From an optimization exercise on the open Yosys and OpenROAD flow, aimed at small area, a short achievable clock period and few clock cycles per item; shortcuts taken in it are not production practice. Function was checked by simulation only, so behaviour that the tests miss may differ from the original.

==> design.v <==
module sbox_a (input wire [7:0] a, output wire [3:0] m);
    wire U0 = a[7];
    wire U1 = a[6];
    wire U2 = a[5];
    wire U3 = a[4];
    wire U4 = a[3];
    wire U5 = a[2];
    wire U6 = a[1];
    wire U7 = a[0];
    wire T1 = U0 ^ U3;
    wire T2 = U0 ^ U5;
    wire T3 = U0 ^ U6;
    wire T4 = U3 ^ U5;
    wire T5 = U4 ^ U6;
    wire T6 = T1 ^ T5;
    wire T7 = U1 ^ U2;
    wire T8 = U7 ^ T6;
    wire T9 = U7 ^ T7;
    wire T10 = T6 ^ T7;
    wire T11 = U1 ^ U5;
    wire T12 = U2 ^ U5;
    wire T13 = T3 ^ T4;
    wire T14 = T6 ^ T11;
    wire T15 = T5 ^ T11;
    wire T16 = T5 ^ T12;
    wire T17 = T9 ^ T16;
    wire T18 = U3 ^ U7;
    wire T19 = T7 ^ T18;
    wire T20 = T1 ^ T19;
    wire T21 = U6 ^ U7;
    wire T22 = T7 ^ T21;
    wire T23 = T2 ^ T22;
    wire T24 = T2 ^ T10;
    wire T25 = T20 ^ T17;
    wire T26 = T3 ^ T16;
    wire T27 = T1 ^ T12;
    wire M1 = T13 & T6;
    wire M2 = T23 & T8;
    wire M3 = T14 ^ M1;
    wire M4 = T19 & U7;
    wire M5 = M4 ^ M1;
    wire M6 = T3 & T16;
    wire M7 = T22 & T9;
    wire M8 = T26 ^ M6;
    wire M9 = T20 & T17;
    wire M10 = M9 ^ M6;
    wire M11 = T1 & T15;
    wire M12 = T4 & T27;
    wire M13 = M12 ^ M11;
    wire M14 = T2 & T10;
    wire M15 = M14 ^ M11;
    wire M16 = M3 ^ M2;
    wire M17 = M5 ^ T24;
    wire M18 = M8 ^ M7;
    wire M19 = M10 ^ M15;
    wire M20 = M16 ^ M13;
    wire M21 = M17 ^ M15;
    wire M22 = M18 ^ M13;
    wire M23 = M19 ^ T25;
    assign m = {M23, M22, M21, M20};
endmodule
module sbox_b (input wire [3:0] m, output wire [3:0] n);
    wire M20 = m[0], M21 = m[1], M22 = m[2], M23 = m[3];
    wire M24 = M22 ^ M23;
    wire M25 = M22 & M20;
    wire M26 = M21 ^ M25;
    wire M27 = M20 ^ M21;
    wire M28 = M23 ^ M25;
    wire M29 = M28 & M27;
    wire M30 = M26 & M24;
    wire M31 = M20 & M23;
    wire M32 = M27 & M31;
    wire M33 = M27 ^ M25;
    wire M34 = M21 & M22;
    wire M35 = M24 & M34;
    wire M36 = M24 ^ M25;
    wire M37 = M21 ^ M29;
    wire M38 = M32 ^ M33;
    wire M39 = M23 ^ M30;
    wire M40 = M35 ^ M36;
    assign n = {M40, M39, M38, M37};
endmodule
module sbox_c (input wire [7:0] a, input wire [3:0] n, output wire [7:0] y);
    wire U0 = a[7];
    wire U1 = a[6];
    wire U2 = a[5];
    wire U3 = a[4];
    wire U4 = a[3];
    wire U5 = a[2];
    wire U6 = a[1];
    wire U7 = a[0];
    wire M37 = n[0], M38 = n[1], M39 = n[2], M40 = n[3];
    wire T1 = U0 ^ U3;
    wire T2 = U0 ^ U5;
    wire T3 = U0 ^ U6;
    wire T4 = U3 ^ U5;
    wire T5 = U4 ^ U6;
    wire T6 = T1 ^ T5;
    wire T7 = U1 ^ U2;
    wire T8 = U7 ^ T6;
    wire T9 = U7 ^ T7;
    wire T10 = T6 ^ T7;
    wire T11 = U1 ^ U5;
    wire T12 = U2 ^ U5;
    wire T13 = T3 ^ T4;
    wire T15 = T5 ^ T11;
    wire T16 = T5 ^ T12;
    wire T17 = T9 ^ T16;
    wire T18 = U3 ^ U7;
    wire T19 = T7 ^ T18;
    wire T20 = T1 ^ T19;
    wire T21 = U6 ^ U7;
    wire T22 = T7 ^ T21;
    wire T23 = T2 ^ T22;
    wire T27 = T1 ^ T12;
    wire M41 = M38 ^ M40;
    wire M42 = M37 ^ M39;
    wire M43 = M37 ^ M38;
    wire M44 = M39 ^ M40;
    wire M45 = M42 ^ M41;
    wire M46 = M44 & T6;
    wire M47 = M40 & T8;
    wire M48 = M39 & U7;
    wire M49 = M43 & T16;
    wire M50 = M38 & T9;
    wire M51 = M37 & T17;
    wire M52 = M42 & T15;
    wire M53 = M45 & T27;
    wire M54 = M41 & T10;
    wire M55 = M44 & T13;
    wire M56 = M40 & T23;
    wire M57 = M39 & T19;
    wire M58 = M43 & T3;
    wire M59 = M38 & T22;
    wire M60 = M37 & T20;
    wire M61 = M42 & T1;
    wire M62 = M45 & T4;
    wire M63 = M41 & T2;
    wire L0 = M61 ^ M62;
    wire L1 = M50 ^ M56;
    wire L2 = M46 ^ M48;
    wire L3 = M47 ^ M55;
    wire L4 = M54 ^ M58;
    wire L5 = M49 ^ M61;
    wire L6 = M62 ^ L5;
    wire L7 = M46 ^ L3;
    wire L8 = M51 ^ M59;
    wire L9 = M52 ^ M53;
    wire L10 = M53 ^ L4;
    wire L11 = M60 ^ L2;
    wire L12 = M48 ^ M51;
    wire L13 = M50 ^ L0;
    wire L14 = M52 ^ M61;
    wire L15 = M55 ^ L1;
    wire L16 = M56 ^ L0;
    wire L17 = M57 ^ L1;
    wire L18 = M58 ^ L8;
    wire L19 = M63 ^ L4;
    wire L20 = L0 ^ L1;
    wire L21 = L1 ^ L7;
    wire L22 = L3 ^ L12;
    wire L23 = L18 ^ L2;
    wire L24 = L15 ^ L9;
    wire L25 = L6 ^ L10;
    wire L26 = L7 ^ L9;
    wire L27 = L8 ^ L10;
    wire L28 = L11 ^ L14;
    wire L29 = L11 ^ L17;
    wire S0 = L6 ^ L24;
    wire S1 = ~(L16 ^ L26);
    wire S2 = ~(L19 ^ L28);
    wire S3 = L6 ^ L21;
    wire S4 = L20 ^ L22;
    wire S5 = L25 ^ L29;
    wire S6 = ~(L13 ^ L27);
    wire S7 = ~(L6 ^ L23);
    assign y = {S0, S1, S2, S3, S4, S5, S6, S7};
endmodule
module aes_lanes #(
    parameter integer L = 3
) (
    input  wire           clk,
    input  wire           ld,           
    input  wire [L*128-1:0] pk,         
    input  wire [127:0]   rk,           
    output wire [L*128-1:0] ct          
);
    function [7:0] xtime(input [7:0] b);
        xtime = {b[6:0], 1'b0} ^ (b[7] ? 8'h1b : 8'h00);
    endfunction
    function [31:0] mix_column(input [31:0] col);
        reg [7:0] a0, a1, a2, a3, t;
        begin
            a0 = col[31:24]; a1 = col[23:16]; a2 = col[15:8]; a3 = col[7:0];
            t  = a0 ^ a1 ^ a2 ^ a3;
            mix_column[31:24] = a0 ^ t ^ xtime(a0 ^ a1);
            mix_column[23:16] = a1 ^ t ^ xtime(a1 ^ a2);
            mix_column[15:8]  = a2 ^ t ^ xtime(a2 ^ a3);
            mix_column[7:0]   = a3 ^ t ^ xtime(a3 ^ a0);
        end
    endfunction
    genvar j, gi;
    generate
        for (j = 0; j < L; j = j + 1) begin : g_lane
            reg  [127:0] rc;          
            reg  [127:0] ra_x;        
            reg  [63:0]  ra_m;        
            wire [127:0] sr, mc, x;
            wire [63:0]  m_a, n_b;
            wire [127:0] s_c;
            for (gi = 0; gi < 16; gi = gi + 1) begin : g_sr
                localparam integer R = gi % 4;
                localparam integer C = gi / 4;
                localparam integer SRC = 4 * ((C + R) % 4) + R;
                assign sr[127-8*gi -: 8] = rc[127-8*SRC -: 8];
            end
            assign mc = {mix_column(sr[127:96]), mix_column(sr[95:64]),
                         mix_column(sr[63:32]),  mix_column(sr[31:0])};
            assign x  = ld ? pk[j*128 +: 128] : (mc ^ rk);
            assign ct[j*128 +: 128] = sr ^ rk;
            for (gi = 0; gi < 16; gi = gi + 1) begin : g_sb
                sbox_a u_a (.a(x[127-8*gi -: 8]), .m(m_a[4*gi +: 4]));
                sbox_b u_b (.m(ra_m[4*gi +: 4]), .n(n_b[4*gi +: 4]));
                sbox_c u_c (.a(ra_x[127-8*gi -: 8]), .n(n_b[4*gi +: 4]),
                            .y(s_c[127-8*gi -: 8]));
            end
            always @(posedge clk) begin
                ra_x <= x;
                ra_m <= m_a;
                rc   <= s_c;
            end
        end
    endgenerate
endmodule
module aes_ks (
    input  wire         clk,
    input  wire         load,
    input  wire         step,
    input  wire [3:0]   r,         
    input  wire [255:0] key,
    output wire [127:0] rk
);
    reg [255:0] kreg;
    reg [31:0]  ksin;              
    reg [15:0]  km;                
    wire [31:0] sin = r[0] ? {kreg[23:0], kreg[31:24]} : kreg[31:0];
    wire [15:0] m_a, n_b;
    wire [31:0] sub_w;
    genvar gi;
    generate
        for (gi = 0; gi < 4; gi = gi + 1) begin : g_sb
            sbox_a u_a (.a(sin[31-8*gi -: 8]), .m(m_a[4*gi +: 4]));
            sbox_b u_b (.m(m_a[4*gi +: 4]), .n(n_b[4*gi +: 4]));
            sbox_c u_c (.a(ksin[31-8*gi -: 8]), .n(km[4*gi +: 4]), .y(sub_w[31-8*gi -: 8]));
        end
    endgenerate
    reg [7:0] rcon;
    always @(*) begin
        case (r[3:1])
            3'd0: rcon = 8'h01;
            3'd1: rcon = 8'h02;
            3'd2: rcon = 8'h04;
            3'd3: rcon = 8'h08;
            3'd4: rcon = 8'h10;
            3'd5: rcon = 8'h20;
            default: rcon = 8'h40;
        endcase
    end
    wire [31:0] rc32 = {r[0] ? rcon : 8'h00, 24'h0};
    wire [31:0] k0 = kreg[255:224], k1 = kreg[223:192], k2 = kreg[191:160], k3 = kreg[159:128];
    wire [31:0] p0 = k0 ^ rc32;
    wire [31:0] p1 = p0 ^ k1;
    wire [31:0] p2 = p1 ^ k2;
    wire [31:0] p3 = p2 ^ k3;
    wire [127:0] nxt = {p0 ^ sub_w, p1 ^ sub_w, p2 ^ sub_w, p3 ^ sub_w};
    assign rk = kreg[127:0];
    always @(posedge clk) begin
        ksin <= sin;
        km   <= n_b;
        if (load)
            kreg <= key;
        else if (step)
            kreg <= {kreg[127:0], nxt};
    end
endmodule
module ghash_step #(
    parameter integer DW = 32
) (
    input  wire [127:0] z,
    input  wire [DW-1:0] d,
    input  wire [127:0] h,
    input  wire [DW-2:0] w,
    input  wire         first,
    input  wire [127:0] e,
    output reg  [127:0] zn
);
    function [127:0] mul_alpha(input [127:0] v);
        mul_alpha = {1'b0, v[127:1]} ^ (v[0] ? {8'he1, 120'h0} : 128'h0);
    endfunction
    reg [127:0] hx [0:DW-1];  
    reg [127:0] hc;
    reg [127:0] zs;
    integer i, k;
    always @(*) begin
        hc = h;
        for (i = 0; i < DW; i = i + 1) begin
            for (k = 0; k < 128; k = k + 1)
                if (k > 120)
                    hx[i][k] = hc[k];
                else if (k + i <= 120)
                    hx[i][k] = h[k + i];
                else
                    hx[i][k] = w[k + i - 121];
            hc = mul_alpha(hc);
        end
        zs = z;
        for (i = 0; i < DW; i = i + 1)
            zs = mul_alpha(zs);
        zn = (first ? 128'h0 : zs) ^ e;
        for (i = 0; i < DW; i = i + 1)
            zn = zn ^ (d[DW-1-i] ? hx[i] : 128'h0);
    end
endmodule
module ghash_wext #(
    parameter integer DW = 32
) (
    input  wire [127:0] h,
    output reg  [DW-2:0] w
);
    function [127:0] mul_alpha(input [127:0] v);
        mul_alpha = {1'b0, v[127:1]} ^ (v[0] ? {8'he1, 120'h0} : 128'h0);
    endfunction
    reg [127:0] hc;
    integer i;
    always @(*) begin
        hc = h;
        for (i = 1; i < DW; i = i + 1) begin
            hc = mul_alpha(hc);
            w[i - 1] = hc[120];
        end
    end
endmodule
module gcm_core (
    input  wire         clk,
    input  wire         rst,
    output wire         ready,
    input  wire         start,
    input  wire [1:0]   mode,       
    input  wire [255:0] key,
    input  wire [95:0]  iv,
    input  wire [127:0] aad,        
    input  wire [9:0]   nwords,     
    input  wire         in_valid,
    output wire         in_ready,
    input  wire [63:0]  in_data,
    output reg          out_valid,
    output reg  [63:0]  out_data
);
    localparam [1:0] MODE_GCM = 2'd1, MODE_GMAC = 2'd2, MODE_CTR = 2'd3;
    localparam integer L  = 4;           
    localparam integer GS = 3;           
    localparam integer DW = (128 + GS - 1) / GS;    
    localparam integer XW = DW * GS;     
    localparam integer NE = 2 * L;       
    localparam integer NW = 4 * L;       
    function integer clog2(input integer v);
        integer t;
        begin
            clog2 = 0;
            for (t = v - 1; t > 0; t = t >> 1)
                clog2 = clog2 + 1;
        end
    endfunction
    localparam integer AW = clog2(NW + 1);
    localparam integer RW = clog2(NW);
    localparam [2:0] C_WH   = 3'd0,      
                     C_DATA = 3'd1,      
                     C_LEN  = 3'd2,      
                     C_LENW = 3'd3,      
                     C_T0   = 3'd4,
                     C_T1   = 3'd5;
    reg         ready_r;
    reg  [255:0] key_r;
    reg  [95:0]  ivk_r;       
    reg  [9:0]   nw_r;
    reg  [1:0]   mode_r;
    assign ready = ready_r;
    wire st_take = start & ready_r;
    reg         pend;         
    reg         eng_txn;      
    wire        cap_en = ~pend & ~eng_txn;
    always @(posedge clk) begin
        if (cap_en) begin
            key_r  <= key;
            ivk_r  <= iv ^ key[255:160];
            nw_r   <= nwords;
            mode_r <= mode;
        end
    end
    reg         in_ready_r;
    assign in_ready = in_ready_r;
    wire        take = in_valid & in_ready_r;
    reg         e_run;       
    reg  [4:0]  e_cnt;       
    reg         e_ld;        
    reg         e_done;      
    reg         e_wr;        
    reg         e_fo;        
    reg         e_first;     
    reg  [9:0]  e_base;      
    reg  [9:0]  e_nb;        
    reg  [9:0]  e_last;      
    reg         e_new;       
    reg         ld_r;        
    wire [9:0] nblk_r = {1'b0, nw_r[9:1]} + {9'd0, nw_r[0]};
    wire e_empty = ~e_run | (~e_ld & (e_cnt >= 5'd2));
    wire e_end   = e_run & e_ld & (e_cnt == 5'd27);
    wire e_dec   = e_end | e_empty;
    wire [9:0]  a_base   = e_new ? ((mode_r == MODE_CTR) ? 10'd2 : 10'd0) : e_nb;
    wire        a_launch = eng_txn & (e_new | (e_nb <= e_last));
    wire [10:0] e_base_end = {1'b0, e_base} + NE;
    wire        e_lastb  = e_base_end > {1'b0, e_last};
    reg  [AW-1:0] kb_avail;   
    reg  [1:0]  c_mode;
    wire        ks_used = (c_mode != MODE_GMAC);
    wire        kb_free0 = (kb_avail == {AW{1'b0}});
    wire        kb_free1 = kb_free0 | ((kb_avail == {{(AW-1){1'b0}}, 1'b1}) & ks_used);
    wire        kb_free  = take ? kb_free1 : kb_free0;
    wire        e_wr_nx  = e_end & (e_first | kb_free);
    wire        redo     = e_end & ~(e_first | kb_free);
    wire [9:0]  lb       = redo ? e_base : a_base;
    wire        launch   = redo ? eng_txn : a_launch;
    always @(posedge clk) begin
        e_last <= (mode_r == MODE_GMAC) ? 10'd1 : nblk_r + 10'd1;
        if (rst) begin
            e_run   <= 1'b0;
            e_cnt   <= 5'd0;
            e_ld    <= 1'b0;
            e_done  <= 1'b0;
            e_wr    <= 1'b0;
            eng_txn <= 1'b0;
            e_new   <= 1'b0;
            ld_r    <= 1'b0;
        end else begin
            ld_r <= e_dec ? launch : (e_run & e_ld & (e_cnt == 5'd0));
            if (e_dec) begin
                e_run  <= launch | e_end;
                e_cnt  <= 5'd0;
                e_ld   <= launch;
                e_done <= e_end;
                e_wr   <= e_wr_nx;
                e_fo   <= e_first;
                if (launch) begin
                    e_base  <= lb;
                    e_nb    <= redo ? e_base_end[9:0] : a_base + NE;
                    e_first <= ~redo & e_new;
                    e_new   <= 1'b0;
                end
                if (e_wr_nx && e_lastb)
                    eng_txn <= 1'b0;
            end else if (e_run) begin
                e_cnt <= e_cnt + 5'd1;
            end
            if (st_take) begin
                eng_txn <= 1'b1;
                e_new   <= 1'b1;
            end
        end
    end
    reg [10*L-1:0] pk_ctr;
    reg            pk_zero;      
    integer jj;
    always @(posedge clk) begin
        if (e_dec) begin
            for (jj = 0; jj < L; jj = jj + 1)
                pk_ctr[10*jj +: 10] <= redo ? e_base + jj : a_base + jj;
            pk_zero <= ~redo & e_new & (mode_r != MODE_CTR);
        end else if (e_cnt == 5'd0) begin
            for (jj = 0; jj < L; jj = jj + 1)
                pk_ctr[10*jj +: 10] <= e_base + L + jj;
            pk_zero <= 1'b0;
        end
    end
    wire [L*128-1:0] pk;
    wire [L*128-1:0] ct;
    wire [127:0]     rk;
    genvar gj;
    generate
        for (gj = 0; gj < L; gj = gj + 1) begin : g_pk
            wire [95:0] ivp = (gj == 0 && pk_zero) ? key_r[255:160] : ivk_r;
            assign pk[gj*128 +: 128] = {ivp, {22'h0, pk_ctr[10*gj +: 10]} ^ key_r[159:128]};
        end
    endgenerate
    wire [3:0] e_q = e_cnt[4:1];
    aes_lanes #(.L(L)) u_lanes (
        .clk(clk), .ld(ld_r), .pk(pk), .rk(rk), .ct(ct)
    );
    aes_ks u_ks (
        .clk(clk), .load(e_run & e_ld & (e_cnt == 5'd1)),
        .step(e_run & e_cnt[0] & (e_q != 4'd0)), .r(e_q), .key(key_r), .rk(rk)
    );
    reg  kb_wr0, kb_wr1, h_wr;     
    always @(posedge clk) begin
        if (rst) begin
            kb_wr0 <= 1'b0;
            kb_wr1 <= 1'b0;
            h_wr   <= 1'b0;
        end else begin
            kb_wr0 <= e_dec & e_wr_nx;
            kb_wr1 <= kb_wr0;
            h_wr   <= e_dec & e_end & e_first & (mode_r != MODE_CTR);
        end
    end
    reg [127:0] kbuf [0:NE-1];
    reg [127:0] hk;           
    reg [DW-2:0] hw;          
    wire [DW-2:0] hw_nx;
    ghash_wext #(.DW(DW)) u_hw (.h(ct[127:0]), .w(hw_nx));
    reg [127:0] ej0;          
    reg         h_ok;
    integer kk;
    always @(posedge clk) begin
        for (kk = 0; kk < L; kk = kk + 1) begin
            if (kk == 0) begin
                if (st_take)
                    kbuf[0] <= aad;
                else if (kb_wr0 && !h_wr)
                    kbuf[0] <= ct[127:0];
            end else if (kb_wr0) kbuf[kk] <= ct[kk*128 +: 128];
            if (kb_wr1) kbuf[L + kk] <= ct[kk*128 +: 128];
        end
        if (h_wr) begin
            hk  <= ct[127:0];
            hw  <= hw_nx;
            ej0 <= ct[255:128];
        end
    end
    always @(posedge clk) begin
        if (rst || st_take)
            h_ok <= 1'b0;
        else if (h_wr)
            h_ok <= 1'b1;
    end
    reg         c_act;
    reg  [9:0]  c_nw;
    reg  [9:0]  c_words;      
    reg  [2:0]  c_ph;
    reg         tk_r;         
    reg  [63:0] in_r;
    reg  [9:0]  p_idx;        
    reg  [RW-1:0] rp;         
    reg  [63:0] ks_r;         
    reg  [127:0] blk;         
    reg          blk_full;
    reg          blk_zero;    
    reg  [1:0]   occ;         
    reg          g_busy;
    reg  [1:0]   g_step;
    reg  [127:0] z;           
    reg  [XW-1:0] xs;         
    wire [127:0] xsv = xs[XW-1 -: 128];
    localparam [XW-129:0] XPAD = 0;
    wire [127:0] zn;
    wire g_rdy  = blk_full & (~blk_zero | h_ok);
    wire g_last = g_busy & (g_step == GS - 1);
    ghash_step #(.DW(DW)) u_gh (.z(z), .d(xs[DW-1:0]), .h(hk), .w(hw), .first(g_step == 2'd0),
                     .e((g_last & g_rdy) ? blk : 128'h0), .zn(zn));
    wire g_load = g_rdy & (~g_busy | g_last);
    wire [AW-1:0] kb_fill = (mode_r == MODE_GMAC) ? {AW{1'b0}}
                          : (e_fo && mode_r == MODE_GCM) ? NW - 4 : NW;
    wire [AW-1:0] kb_avail_nx = kb_wr0 ? kb_fill : kb_avail - {{(AW-1){1'b0}}, take & ks_used};
    wire p_last = (p_idx == c_nw - 10'd1);
    wire [63:0] ksw = rp[0] ? kbuf[rp >> 1][63:0] : kbuf[rp >> 1][127:64];
    wire [63:0] ow  = (c_mode == MODE_GMAC) ? in_r : (in_r ^ ks_r);
    wire [63:0]  payload_bits = {48'd0, c_nw, 6'd0};
    wire [127:0] len_block = (c_mode == MODE_GMAC) ? {payload_bits + 64'd128, 64'd0}
                                                   : {64'd128, payload_bits};
    wire [127:0] tag = xsv ^ ej0;
    wire aad_ins = c_act && c_ph == C_WH;
    wire len_ins = c_act && c_ph == C_LEN && occ == 2'd0;
    wire blk_new = take & ~c_words[0] & (c_mode != MODE_CTR);
    wire [9:0] c_words1 = c_words + 10'd1;
    wire left0 = (c_words  < c_nw);
    wire left1 = (c_words1 < c_nw);
    wire ks_ok0 = ~ks_used | kb_wr0 | (kb_avail != {AW{1'b0}});
    wire ks_ok1 = ~ks_used | kb_wr0 | (kb_avail > {{(AW-1){1'b0}}, 1'b1});
    wire [1:0] occ_nx0 = occ + {1'b0, aad_ins | len_ins} - {1'b0, g_load};
    wire [1:0] occ_nx1 = occ_nx0 + {1'b0, ~c_words[0] & (c_mode != MODE_CTR)};
    wire g_busy_nx = g_load | (g_busy & ~g_last);
    wire [1:0] g_step_nx = g_load ? 2'd0 : (g_busy ? g_step + 2'd1 : g_step);
    wire g_soon = ~g_busy_nx | (g_step_nx >= GS - 2);
    wire gh_ok0 = (c_mode == MODE_CTR)
                | (h_ok & (c_words[0] | (occ_nx0 == 2'd0) | ((occ_nx0 == 2'd1) & g_soon)));
    wire gh_ok1 = (c_mode == MODE_CTR)
                | (h_ok & (~c_words[0] | (occ_nx1 == 2'd0) | ((occ_nx1 == 2'd1) & g_soon)));
    wire c_data = c_act & (c_ph == C_DATA);
    wire in_ready0 = c_data & left0 & ks_ok0 & gh_ok0;
    wire in_ready1 = c_data & left1 & ks_ok1 & gh_ok1;
    wire owed0 = c_act & ((c_ph == C_WH) | ((c_ph == C_DATA) & left0));
    wire owed1 = c_act & ((c_ph == C_WH) | ((c_ph == C_DATA) & left1));
    wire ready_nx = ~st_take & ~pend & ~eng_txn & ~(take ? owed1 : owed0);
    always @(posedge clk) begin
        in_r <= in_data;
        ks_r <= ksw;
        if (take) p_idx <= c_words;
        if (rst) begin
            ready_r    <= 1'b0;
            in_ready_r <= 1'b0;
            pend       <= 1'b0;
            c_act      <= 1'b0;
            c_ph       <= C_WH;
            tk_r       <= 1'b0;
            out_valid  <= 1'b0;
            kb_avail   <= {AW{1'b0}};
            occ        <= 2'd0;
            blk_full   <= 1'b0;
            g_busy     <= 1'b0;
            g_step     <= 2'd0;
        end else begin
            ready_r    <= ready_nx;
            in_ready_r <= take ? in_ready1 : in_ready0;
            tk_r       <= take;
            out_valid  <= 1'b0;
            kb_avail <= st_take ? {AW{1'b0}} : kb_avail_nx;
            if (kb_wr0)
                rp <= (e_fo && mode_r == MODE_GCM) ? 4 : 0;
            else if (take && ks_used)
                rp <= rp + 1'b1;
            if (st_take)
                pend <= 1'b1;
            if (pend && !c_act) begin
                pend    <= 1'b0;
                c_act   <= 1'b1;
                c_mode  <= mode_r;
                c_nw    <= nw_r;
                c_words <= 10'd0;
                c_ph    <= (mode_r == MODE_CTR) ? C_DATA : C_WH;
            end
            if (take)
                c_words <= c_words1;
            if (tk_r) begin
                out_valid <= 1'b1;
                if (p_last) begin
                    if (c_mode == MODE_CTR)
                        c_act <= 1'b0;
                    else
                        c_ph  <= C_LEN;
                end
            end
            if (c_act) case (c_ph)
                C_WH:   c_ph <= C_DATA;
                C_LEN:  if (len_ins) c_ph <= C_LENW;
                C_LENW: if (occ == 2'd0 && g_last) c_ph <= C_T0;
                C_T0: begin
                    out_valid <= 1'b1;
                    c_ph      <= C_T1;
                end
                C_T1: begin
                    out_valid <= 1'b1;
                    c_act     <= 1'b0;
                    c_ph      <= C_WH;
                end
                default: ;
            endcase
            if (tk_r && c_mode != MODE_CTR && (p_idx[0] || p_last))
                blk_full <= 1'b1;
            else if (aad_ins || len_ins)
                blk_full <= 1'b1;
            else if (g_load)
                blk_full <= 1'b0;
            occ <= take ? occ_nx1 : occ_nx0;
            g_busy <= g_busy_nx;
            g_step <= g_step_nx;
        end
    end
    always @(posedge clk) begin
        out_data <= (c_ph == C_T0) ? tag[127:64] : (c_ph == C_T1) ? tag[63:0] : ow;
        if (tk_r && c_mode != MODE_CTR) begin
            if (!p_idx[0])
                blk <= {ow, 64'h0};
            else
                blk[63:0] <= ow;
        end else if (aad_ins) begin
            blk <= kbuf[0];
        end else if (len_ins) begin
            blk <= len_block;
        end
        if (aad_ins)
            blk_zero <= 1'b1;
        else if (g_load)
            blk_zero <= 1'b0;
        z <= zn;
        if (g_last)
            xs <= {zn, XPAD};
        else if (g_busy)
            xs <= xs >> DW;
        else if (g_rdy)
            xs <= {(blk_zero ? 128'h0 : xsv) ^ blk, XPAD};
    end
endmodule
==> run.sh <==
#!/bin/bash
# synth_recipe.tcl (not shown) runs the flow's synth.tcl, then flattens the netlist and writes it again
# the make line also repeats each setting of config.mk as NAME=value (left out here)
make -C /OpenROAD-flow-scripts/flow DESIGN_CONFIG=/design/flow/config.mk WORK_HOME=/design/flow/orfs CLKGATE_MAP_FILE= SYNTH_SCRIPT=/design/flow/synth_recipe.tcl finish
==> config.mk <==
export PLATFORM = sky130hd
export DESIGN_NAME = gcm_core
export DESIGN_NICKNAME = gcm_core
export VERILOG_FILES = /design/flow/design.v
export SDC_FILE = /design/flow/constraint.sdc
export NUM_CORES = 8
export LEC_CHECK = 0
export ABC_CLOCK_PERIOD_IN_PS = 3300
export CAP_MARGIN = 20
export CELL_PAD_IN_SITES_DETAIL_PLACEMENT = 1
export CELL_PAD_IN_SITES_GLOBAL_PLACEMENT = 1
export CORE_MARGIN = 2
export CORE_UTILIZATION = 40
export PLACE_DENSITY = 0.5
export SETUP_SLACK_MARGIN = 4.7
export SLEW_MARGIN = 20
==> constraint.sdc <==
create_clock -name core_clock -period 8.0 [get_ports {clk}]
set_input_delay 1.6000 -clock core_clock [delete_from_list [all_inputs] [get_ports {clk}]]
set_output_delay 1.6000 -clock core_clock [all_outputs]
set_load 0.01 [all_outputs]
==> impl_results.md <==
* Pins Over Slew Limit at 6
* H-tree depth at 5
* CP Capture Type: flop
* Clock sink total at 3989
* Worst R2R Path Depth at 13
* Part of the Yosys area used for sequential elements at 0.3051
* Syn_area_per_cell at 8.615 µm²
* Slack of the worst reg-to-reg path at 4.40 ns
* First-pass GRT wire length at 2726000 µm
* Initial antenna violation count at 359
* Yosys warning count at 7
* Reg-to-Reg End: xs[18]
* Fmax at 0.2776 GHz
* Mapped Area at 337000 µm²
* Starting Density at 0.4008
* PortBufs at 626
* Rows at 337
* CP endpoint: xs[18]
* Critical path peak fanout at 8
* Drt via density at 6.218
* Overall routing resource usage at 0.4700
* Count of different cell masters after synthesis at 120
* Worst setup SP type: flop
* Vias in the first global route at 299500
* Wire per inst at 41.39 µm
* Final Setup Violations at 0
* Core footprint at 840800 µm²
* Max-slew headroom at -0.006853
* Routed Antenna Nets at 0
* Die W at 921.9 µm
* Worst-skew pair later-pin latency at 1.18 ns
* Layout check faults: capacitance limit, slew limit
* Syn Inst Count at 39120
* Synth Register Bits at 3989
* CTS tree: yes
* Critical Path RT at 8.91 ns
* Post-synth EDFFs at 2295
* Total gr overflow at 0
* Bufs on Longest Clock Path at 4
* Drt total wl at 2178000 µm
* Share of layout cells above drive strength 1 at 0.1881
* Crit share post-route at 0.4502
* Vias at 327200
* Arrival time worst endpoint at 4.51 ns
* CP startpoint: g_step[0]
* Die Ht at 921.9 µm
* Min Tclk post-route at 3.602 ns
* Synthesized Nets at 39880
* Num CTS Buffers at 472
* Largest net degree at the start of global routing at 147
* Slew @ Worst Pin at 1.510 ns
* Top FF cell, synth: edfxtp_1
* Critical path class: flop to flop
* HP Class: flop to flop
* Placer Congestion at 1.056
* Worst r2r src: g_step[0]
* Clk root buf: clkbuf_16
* Placed cell count at 49460
* Drt first pass iters at 9
* Max-cap violations at 2
* Asr flop ratio synth at 0
* Final Non-Filler Cells at 52620
* Number of remaining DRC errors at 0
* IO Count at 627
* Final hold vios at 0
* DP HPWL at 1495000 µm
* Hold Buf Count CTS at 0
* Clock Pin Slew Worst Setup and Hold Paths at 0.07 ns
* Layout Nets at 41360
* Clock Skews at 0.1242 ns
* Final hold slack at 0.5243 ns
* Die area at 849800 µm²
* Status: failed layout checks
* 1st-iter DRT viols at 47700
* Layout area overhead at 26.32%
* RSZ-0062 raised after global routing: yes
## sequential cells by signal, summed over array words and instances (netlist names), 64 cells and up
register / cells
hk: 128
u_lanes.g_lane.ra_x: 512
out_data: 64
z: 128
blk: 128
u_lanes.g_lane.ra_m: 256
xs: 129
key_r: 256
ej0: 128
ivk_r: 96
u_lanes.g_lane.rc: 512
ks_r: 64
kbuf: 1024
u_ks.kreg: 256
in_r: 64
## cells in the final DEF, fill, tap and decap left out, types with 226 or more instances in the layout
| cell | instances |
|---|---|
| xnor2_1 | 8603 |
| nand2_1 | 7930 |
| xor2_1 | 3918 |
| edfxtp_1 | 2295 |
| buf_4 | 1919 |
| nor2_1 | 1753 |
| xnor2_2 | 1250 |
| dfxtp_1 | 1121 |
| o21ai_0 | 1091 |
| a21oi_1 | 901 |
| inv_1 | 624 |
| clkbuf_16 | 560 |
| clkdlybuf4s50_1 | 557 |
| nand2b_1 | 489 |
| dfxtp_2 | 448 |
| mux2i_1 | 419 |
| xnor2_4 | 413 |
| diode_2 | 403 |
| buf_12 | 397 |
| nor2b_1 | 373 |
| xor2_2 | 279 |
| buf_6 | 264 |
| nand3_1 | 254 |
| o211ai_1 | 254 |
| o22ai_1 | 226 |
## worst min-delay path by stage
stage / start / to / slack [ns] / cells past startpoint
floorplan: nw_r[0] / c_nw[0] / 0.43 / 0
global placement: c_words[9] / p_idx[9] / 0.50 / 0
detailed placement: c_words[9] / p_idx[9] / 0.50 / 0
CTS: c_words[9] / p_idx[9] / 0.52 / 0
global route: nw_r[0] / c_nw[0] / 0.54 / 0
finish: c_words[9] / p_idx[9] / 0.52 / 0
## worst max-delay path, cell delays in order, from the launching register on
cell and delay, ns:
dfxtp_1 0.39, inv_2 0.09, ha_4 0.27, buf_4 0.25, clkbuf_16 0.22, nor2b_4 0.60
xnor2_2 0.22, xnor2_4 0.31, xnor2_1 0.13, xnor2_1 0.28, xnor2_2 0.11, buf_4 0.19
mux2i_1 0.15, a21oi_1 0.10
## cells by family (layout without fill, tap and decap cells)
kind of cell,count (synthesis),in the layout,synth area share
AO/OA/AOI/OAI,4698,4699,0.09139
XOR/XNOR,14830,14830,0.3975
adder cells (fa/ha/maj),212,212,0.007779
buffers and inverters,3223,5127,0.03749
flip-flops,3989,3989,0.3051
multiplexers,608,608,0.01949
other,0,403,0
AND/OR/NAND/NOR,11560,11570,0.1412
## synth_stat cells (442+ instances only)
library cell | count | share of area
inv_1 | 651 | 0.0073
a21oi_1 | 964 | 0.014
xnor2_1 | 10170 | 0.26
edfxtp_1 | 2295 | 0.20
nor2_1 | 1799 | 0.020
o21ai_0 | 1202 | 0.018
clkbuf_1 | 1829 | 0.020
nand2_1 | 7959 | 0.089
mux2i_1 | 442 | 0.013
nand2b_1 | 535 | 0.0099
dfxtp_1 | 1694 | 0.10
xor2_1 | 4309 | 0.11
## per-stage QoR
stage                     TNS (ns)    util  setup WS [ns]  instance area, µm²
after detailed placement         0  0.4258          2.531              358000
after floorplan            -658.06       -         -5.102              337000
final                            0  0.5063          4.398              425700
after global routing             0  0.5054          4.416              424900
after CTS                        0  0.4773          4.537              401300
after global placement           0  0.4253          2.544              357500
## metal layers
metal,GRT usage,vias up,share of wire
met5,0.003143,-,0.00089
met4,0.4452,126,0.12
met3,0.1535,8726,0.13
met2,0.6716,24540,0.40
met1,0.5517,163600,0.35
li1,-,130100,-
## layout make-up
cell class                 instances  area, µm²
fill                           93780     415100
multi-input combinational      31910     249100
sequential                      3989     103900
timing repair buffer            3503      38190
tap                            11190      14000
clock buffer                     608      13090
clock inverter                   292       3592
inverter                         720       2819
antenna                          403       1008
timing repair inverter             4      53.80
## what timing repair did
action	in CTS	in global routing
gates cloned	62	80
endpoints found under the setup margin	1349	690
buffers inserted	723	969
pin swaps	470	1015
gates resized for setup	3481	2231
Testbench counts, summed over its fixed seeds: cycles 37,395, bytes 161,976.

[port drivers added, routing unchanged]
No port has a modelled driver above. Below, the same layout with a new extraction and two added sets of constraints.
Step 1 (the two cells are an assumption about what drives the block):
set clk [get_ports {clk}]
set_driving_cell -lib_cell sky130_fd_sc_hd__clkbuf_16 $clk
set_driving_cell -lib_cell sky130_fd_sc_hd__buf_2 [delete_from_list [all_inputs] $clk]
Step 2 times the ports against the registers' clock, not the clock port: input delays grow and output delays shrink by t, the midpoint of the rising clock arrivals with the driver on.
a / b / c = no drivers / after step 1 / after step 2; a / b = the first two.
shift t [ns]: 1.294
slack for setup (ns): 4.398 / 4.398 / 3.656
cell pins on the clock port's net: 1
For this run, drivers alone change the setup slack by 0.000 ns; drivers and shift together by -0.742 ns.
